This design comes from an exercise in tuning for small area, a short achievable clock period and few clock cycles per item on the open sky130 flow, not from production work. The RTL was checked by simulation tests, not by an equivalence proof against the original design. Power and IR drop assume default switching activity.

==> flow/design.v <==
module rolk_xu (
    input  wire        clk,
    input  wire        rst,           
    input  wire        in_valid,
    output wire        in_ready,
    input  wire [31:0] in_insn,
    input  wire [63:0] in_ga,         
    input  wire [63:0] in_gb,         
    input  wire [63:0] in_gc,         
    input  wire [63:0] in_gd,         
    input  wire [31:0] in_seed,       
    output reg         out_valid,
    output reg         out_illegal,
    output reg  [63:0] out_result
);
    wire [5:0]  op    = in_insn[31:26];
    wire [4:0]  fld_b = in_insn[15:11];
    wire [4:0]  fld_c = in_insn[10:6];
    wire [3:0]  fn_a  = in_insn[3:0];
    wire [4:0]  fn_e  = in_insn[4:0];
    wire [15:0] imm   = in_insn[15:0];
    localparam [3:0] F_ADD = 4'd0,  F_SUB = 4'd1,  F_AND = 4'd2,  F_OR   = 4'd3,
                     F_XOR = 4'd4,  F_SHL = 4'd5,  F_SHR = 4'd6,  F_SAR  = 4'd7,
                     F_ROT = 4'd8,  F_MIN = 4'd9,  F_MAX = 4'd10, F_MUL  = 4'd11,
                     F_POPC = 4'd12, F_CLZ = 4'd13;
    reg [3:0] imm_fn;
    always @(*) begin
        case (op)
            6'h04:   imm_fn = F_ADD;
            6'h05:   imm_fn = F_AND;
            6'h06:   imm_fn = F_OR;
            6'h07:   imm_fn = F_XOR;
            6'h08:   imm_fn = F_SHL;
            6'h09:   imm_fn = F_SHR;
            6'h0A:   imm_fn = F_SAR;
            6'h0B:   imm_fn = F_ROT;
            6'h0C:   imm_fn = F_MIN;
            6'h0D:   imm_fn = F_MAX;
            default: imm_fn = F_MUL;
        endcase
    end
    wire imm_is_shift  = (imm_fn == F_SHL) || (imm_fn == F_SHR) ||
                         (imm_fn == F_SAR) || (imm_fn == F_ROT);
    wire imm_is_signed = (imm_fn == F_ADD) || (imm_fn == F_MIN) ||
                         (imm_fn == F_MAX) || (imm_fn == F_MUL);
    function [63:0] alu;
        input [3:0]  fn;
        input [63:0] x;
        input [63:0] y;
        reg   [5:0]  sh;
        integer      i;
        begin
            sh = y[5:0];
            case (fn)
                F_ADD:  alu = x + y;
                F_SUB:  alu = x - y;
                F_AND:  alu = x & y;
                F_OR:   alu = x | y;
                F_XOR:  alu = x ^ y;
                F_SHL:  alu = x << sh;
                F_SHR:  alu = x >> sh;
                F_SAR:  alu = $signed(x) >>> sh;
                F_ROT:  alu = (x << sh) | (x >> (7'd64 - {1'b0, sh}));
                F_MIN:  alu = ($signed(x) <= $signed(y)) ? x : y;
                F_MAX:  alu = ($signed(x) >= $signed(y)) ? x : y;
                F_POPC: begin
                    alu = 64'd0;
                    for (i = 0; i < 64; i = i + 1)
                        alu = alu + {63'd0, x[i]};
                end
                F_CLZ: begin
                    alu = 64'd64;
                    for (i = 0; i < 64; i = i + 1)
                        if (x[i])
                            alu = 64'd63 - i;
                end
                default: alu = 64'd0;
            endcase
        end
    endfunction
    wire [5:0]  bf_pos  = imm[11:6];
    wire [63:0] bf_mask = {64{1'b1}} >> (6'd63 - imm[5:0]);
    wire [63:0] bfx_val = (in_ga >> bf_pos) & bf_mask;
    wire [63:0] bfi_val = (in_gd & ~(bf_mask << bf_pos)) | ((in_ga & bf_mask) << bf_pos);
    wire [63:0] imm_sext = {{48{imm[15]}}, imm};
    wire [63:0] imm_zext = {48'd0, imm};
    reg        dec_illegal;
    reg        dec_hash;        
    reg [63:0] dec_result;
    always @(*) begin
        dec_illegal = 1'b0;
        dec_hash    = 1'b0;
        dec_result  = 64'd0;
        if (op == 6'h01) begin
            if (in_insn[10:4] != 7'd0 || fn_a > F_CLZ || (fn_a >= F_POPC && fld_b != 5'd0))
                dec_illegal = 1'b1;
            else
                dec_result = alu(fn_a, in_ga, in_gb);
        end else if (op >= 6'h04 && op <= 6'h0E) begin
            if (imm_is_shift && imm[15:6] != 10'd0)
                dec_illegal = 1'b1;
            else
                dec_result = alu(imm_fn, in_ga, imm_is_signed ? imm_sext : imm_zext);
        end else if (op == 6'h0F || op == 6'h10) begin
            if (imm[15:12] != 4'd0)
                dec_illegal = 1'b1;
            else
                dec_result = (op == 6'h0F) ? bfx_val : bfi_val;
        end else if (op >= 6'h11 && op <= 6'h13) begin
            case (op)
                6'h11:   dec_result = in_ga | {32'd0, imm, 16'd0};
                6'h12:   dec_result = in_ga | {16'd0, imm, 32'd0};
                default: dec_result = in_ga | {imm, 48'd0};
            endcase
        end else if (op == 6'h30) begin
            if (fn_e == 5'd0 && fld_c >= 5'd1 && fld_c <= 5'd8)
                dec_hash = 1'b1;
            else if (fn_e == 5'd1 && fld_c <= 5'd1)
                dec_hash = 1'b1;
            else
                dec_illegal = 1'b1;
        end else begin
            dec_illegal = 1'b1;
        end
    end
    wire        dec_mul = !dec_illegal && ((op == 6'h01 && fn_a == F_MUL) || op == 6'h0E);
    wire [63:0] mul_y   = (op == 6'h01) ? in_gb : imm_sext;
    localparam [1:0] M_CRC32C = 2'd0, M_HASH_H = 2'd1, M_HASH_64 = 2'd2, M_MUL = 2'd3;
    reg         busy;
    reg [1:0]   mode;
    reg [4:0]   left;           
    reg [127:0] data;           
    reg [31:0]  crc32;
    reg [63:0]  crc64;
    reg [63:0]  prod;           
    wire [63:0] prod_next = prod + data[127:64] * {56'd0, data[7:0]};
    function [31:0] crc32_byte;
        input [31:0] r;
        input [7:0]  b;
        integer      k;
        begin
            crc32_byte = r ^ {24'd0, b};
            for (k = 0; k < 8; k = k + 1)
                crc32_byte = crc32_byte[0] ? ((crc32_byte >> 1) ^ 32'h82F6_3B78)
                                           : (crc32_byte >> 1);
        end
    endfunction
    function [63:0] crc64_byte;
        input [63:0] r;
        input [7:0]  b;
        integer      k;
        begin
            crc64_byte = r ^ {b, 56'd0};
            for (k = 0; k < 8; k = k + 1)
                crc64_byte = crc64_byte[63] ? ((crc64_byte << 1) ^ 64'h42F0_E1EB_A9EA_3693)
                                            : (crc64_byte << 1);
        end
    endfunction
    wire [31:0] crc32_next = crc32_byte(crc32, data[127:120]);
    wire [63:0] crc64_next = crc64_byte(crc64, data[127:120]);
    assign in_ready = !busy;
    wire   take     = in_valid && in_ready;
    always @(posedge clk) begin
        if (rst) begin
            busy      <= 1'b0;
            out_valid <= 1'b0;
        end else begin
            out_valid <= 1'b0;
            if (take) begin
                if (dec_mul) begin
                    busy <= 1'b1;
                    mode <= M_MUL;
                    left <= 5'd8;
                    data <= {in_ga, mul_y};
                    prod <= 64'd0;
                end else if (dec_hash) begin
                    busy <= 1'b1;
                    if (fn_e == 5'd0) begin
                        mode  <= M_CRC32C;
                        left  <= fld_c;
                        data  <= {in_gb, 64'd0};
                        crc32 <= in_ga[31:0];
                    end else begin
                        mode  <= fld_c[0] ? M_HASH_64 : M_HASH_H;
                        left  <= 5'd16;
                        data  <= {in_ga, in_gb};
                        crc32 <= in_seed;
                        crc64 <= in_gc;
                    end
                end else begin
                    out_valid   <= 1'b1;
                    out_illegal <= dec_illegal;
                    out_result  <= dec_result;
                end
            end else if (busy && mode == M_MUL) begin
                data <= {data[119:64], 8'd0, 8'd0, data[63:8]};
                prod <= prod_next;
                left <= left - 5'd1;
                if (left == 5'd1) begin
                    busy        <= 1'b0;
                    out_valid   <= 1'b1;
                    out_illegal <= 1'b0;
                    out_result  <= prod_next;
                end
            end else if (busy) begin
                data  <= data << 8;
                crc32 <= crc32_next;
                crc64 <= crc64_next;
                left  <= left - 5'd1;
                if (left == 5'd1) begin
                    busy        <= 1'b0;
                    out_valid   <= 1'b1;
                    out_illegal <= 1'b0;
                    case (mode)
                        M_CRC32C: out_result <= {32'd0, crc32_next};
                        M_HASH_H: out_result <= {32'd0, crc32_next ^ 32'hFFFF_FFFF};
                        default:  out_result <= crc64_next;
                    endcase
                end
            end
        end
    end
endmodule
==> flow/run.sh <==
#!/bin/bash
# synth_recipe.tcl (not shown) runs the flow's synth.tcl, then flattens the netlist and writes it again
# the make line also repeats each setting of config.mk as NAME=value (left out here)
make -C /OpenROAD-flow-scripts/flow DESIGN_CONFIG=/design/flow/config.mk WORK_HOME=/design/flow/orfs CLKGATE_MAP_FILE= SYNTH_SCRIPT=/design/flow/synth_recipe.tcl finish
==> flow/config.mk <==
export PLATFORM = sky130hd
export DESIGN_NAME = rolk_xu
export DESIGN_NICKNAME = rolk_xu
export VERILOG_FILES = /design/flow/design.v
export SDC_FILE = /design/flow/constraint.sdc
export NUM_CORES = 8
export LEC_CHECK = 0
export CAP_MARGIN = 20
export CORE_MARGIN = 2
export CORE_UTILIZATION = 25
export SLEW_MARGIN = 20
==> flow/constraint.sdc <==
create_clock -name core_clock -period 10.0 [get_ports {clk}]
set_input_delay 2.0000 -clock core_clock [delete_from_list [all_inputs] [get_ports {clk}]]
set_output_delay 2.0000 -clock core_clock [all_outputs]
set_load 0.01 [all_outputs]
==> results.toml <==
[pwr]
power.density_nw_per_um2 = 117.4
total_power_w = 0.01335
ir_drop_mv = 0.7086
power.leakage_nw = 45.22

[cells_and_area]
final_core_util = 0.2892
finalInstanceArea_um2 = 113700
layout.area.seq_um2 = 10850
multiInputGateArea_um2 = 80280
syn_to_final_growth_pct = 14.98
num-fill-cells = 43500
layout-drive-gt1-share = 0.1251
final_nets = 14990

[route]
drtIter0Drc = 23540
ant_nets = 0
drc_errors = 0
drt_first_pass_iters = 10
routed_wl_um = 860100
wl_per_cell_um = 45.00
via_count = 126800
via_per_inst = 6.632

[die]
row_count = 230
core-area_um2 = 393100
die_y_um = 632.9
die_area_um2 = 400600
num_io_pins = 390
dieWidth_um = 632.9
start_util = 0.2515

[timing]
tightest_slew_ps = 1341
final.setup.worst_slack_ps = 627.9
setup_viol = 0
rsz0062_at_grt = "no"
clock_skew_ps = 79.51
fmax_mhz = 106.7
period_minus_slack_ps = 9372
period_share = 0.9372
finalMaxSlewViolations = 0
finalHoldViolCount = 0
setup_tns_ps = 0
slew_headroom = 0.09627

[clock_network]
ctsResizeCount = 0
cts_tree = "yes"
numCtsBuffers = 47
h-tree-depth = 2
cts_max_path_buffers = 3
insertion_delay_ps = 710
cts-root-buf = "clkbuf_16"
path_clk_slew_ps = 80
post_cts_buffers = 0
cts_hold_buf = 0
clkSinkCount = 362

[placed_design]
gp_congestion = 1.128
pre_cts_ws_ps = 207.4
place_area_um2 = 111600
dp_hpwl_um = 669300
io_buffers = 379

[yosys]
synth_cell_types = 108
ys_ff_latch = 362
synth_cells = 13630
syn-cell-area_um2 = 98880
syn_area_per_cell_um2 = 7.256
synth_fp_nets = 14910
yosysSeqAreaShare = 0.1097
yosysWarnings = 1
synth_edf_count = 360
synth_ff_type = "edfxtp_1"
synthArstFlopShare = 0

[global_route]
grt_pass1_vias = 113600
grt_overflow = 0
grt_max_degree = 126
grt_pass1_wl_um = 1111000
antenna_found_initial = 190
grtUsageTotal = 0.4116

[worst_setup_path]
timing.critical_path.from_type = "input pin"
cpPeakStageDelay_ps = 850
crit_top_cell = "fa_1"
rr_startpoint = "data[0]"
slowest_stage = "a221oi_1"
crit_path_start = "in_ga[53]"
cp.required_ps = 10460
crit_path_end_kind = "flop"
cp.arrival_ps = 9830
path_class = "input pin to flop"
cp_max_fo = 6

[outcome]
status = "complete, no violations"

[worst_hold_path]
min_from = "data[14]"
hold_path.class = "flop to flop"

[job]
maxCapViolCount = 0
power breakdown:
part	switching (W)	total, W	internal (W)	leakage (nW)
clock	0.000853	0.00186	0.00101	0.766
combinational	0.00672	0.00973	0.00301	41.1
sequential	0.0000369	0.00176	0.00172	3.32
final timing paths:
kind,slack (ps),cells after the start,to
worst min-delay path,580,2,data[6]
worst max-delay path,630,26,out_result[3]
worst max register to register,1580,23,out_result[58]
worst min register to register,580,2,data[6]
sequential cells by signal, summed over array words and instances (netlist names):
signal       cells
data           128
crc64           64
out_result      64
prod            64
crc32           32
left             5
mode             2
busy             1
out_illegal      1
out_valid        1
placed cells by master (no fill, tap or decap), drive strengths merged, types with 129 or more instances in the layout:
master         instances
clkdlybuf4s50        297
o21ai               1048
o211ai               172
ha                   491
xnor2                272
a31oi                158
nor3                 202
o22ai                210
a221oi               155
buf                 1010
mux4                 261
a21oi               1360
diode                149
nand2               1770
nor2                1468
mux2                 129
edfxtp               360
and2                 247
mux2i                534
inv                  809
a21o                 146
nand3                208
a211oi               195
fa                   468
cell families after synthesis:
kind of cell,after synthesis,synth area share
flip-flops,362,0.1097
XOR/XNOR,392,0.03764
AO/OA/AOI/OAI,4455,0.2870
AND/OR/NAND/NOR,4442,0.1963
buffers and inverters,2092,0.08408
multiplexers,924,0.1283
adder cells (fa/ha/maj),960,0.1570
layer usage:
layer | up-vias | wire, um | global-route usage
met4 | 88 | 83370 | 0.3298
met2 | 11390 | 328100 | 0.5491
met1 | 63060 | 325900 | 0.5114
li1 | 49440 | - | -
met5 | - | 891 | 0.007005
met3 | 2781 | 121700 | 0.1728
cells in the mapped netlist, types with 112 or more instances:
library cell     n  area (um2)
a211oi_1       191        1434
a21o_1         145        1089
a21oi_1       1355        6782
a221oi_1       155        1358
a31oi_1        158       988.5
and2_1         246        1539
buf_1          211       792.0
buf_2          219        1096
clkbuf_1       814        3055
edfxtp_1       360       10810
fa_1           468        9369
ha_1           491        6143
inv_1          787        2954
mux2_2         127        1430
mux2i_1        534        5345
mux4_2         261        5878
nand2_1       1769        6640
nand3_1        208        1041
nor2_1        1465        5499
nor3_1         198       991.0
o211ai_1       172        1291
o21ai_0       1008        5045
o22ai_1        210        1314
xnor2_1        258        2260
xor2_1         112       980.9
critical path: cells and delay by family:
family / cells / cell delay [ps]
buffers and inverters: 8 / 840
XOR/XNOR: 1 / 400
adder cells (fa/ha/maj): 9 / 4220
AO/OA/AOI/OAI: 8 / 2330
final cells by class:
class,count,share of cell area
well taps,5220,0.05745
clock buffers,53,0.01054
inverters,806,0.02673
repair buffers,1313,0.09703
diodes,149,0.003280
flip-flops and latches,362,0.09544
multi-input cells,11170,0.7062
clock inverters,35,0.003379
through the flow:
stage          hold slack, ps  std cells
2_1_floorplan           521.8      13630
3_3_place_gp            542.2      18860
3_5_place_dp            550.2      18860
4_1_cts                 564.6      18950
5_1_grt                 583.1      18980
6_report                577.8      19110
Testbench counts, summed over its fixed seeds: cycles 25,213, items 8,000.

[re-timing with driven ports]
Ports are ideal in the flow. The routed layout listed here was re-timed in OpenROAD. Step 1 (the two cells are an assumption about what drives the block):
set clk [get_ports {clk}]
set_driving_cell -lib_cell sky130_fd_sc_hd__clkbuf_16 $clk
set_driving_cell -lib_cell sky130_fd_sc_hd__buf_2 [delete_from_list [all_inputs] $clk]
Step 2 adds t to the input delays and takes it off the output delays; t is the mean of the earliest and latest rising clock arrival at the registers after step 1. Input paths then give back, and output paths get back, about the clock's delay inside the block. a / b / c = ideal ports / drivers / drivers and shift; a / b = the first two.
t, ns: 0.732
slack for setup (ns): 0.628 / 0.669 / -0.063
worst hold slack (ns): 0.578 / 0.578 / 0.578
clock arrival spread, ns: 0.080 / 0.080
pins driven straight from the clock port: 1
Met with ideal ports but missed after step 2: setup timing in this run. The setup slack of this run moves by +0.041 ns with the drivers and by -0.691 ns with both steps.
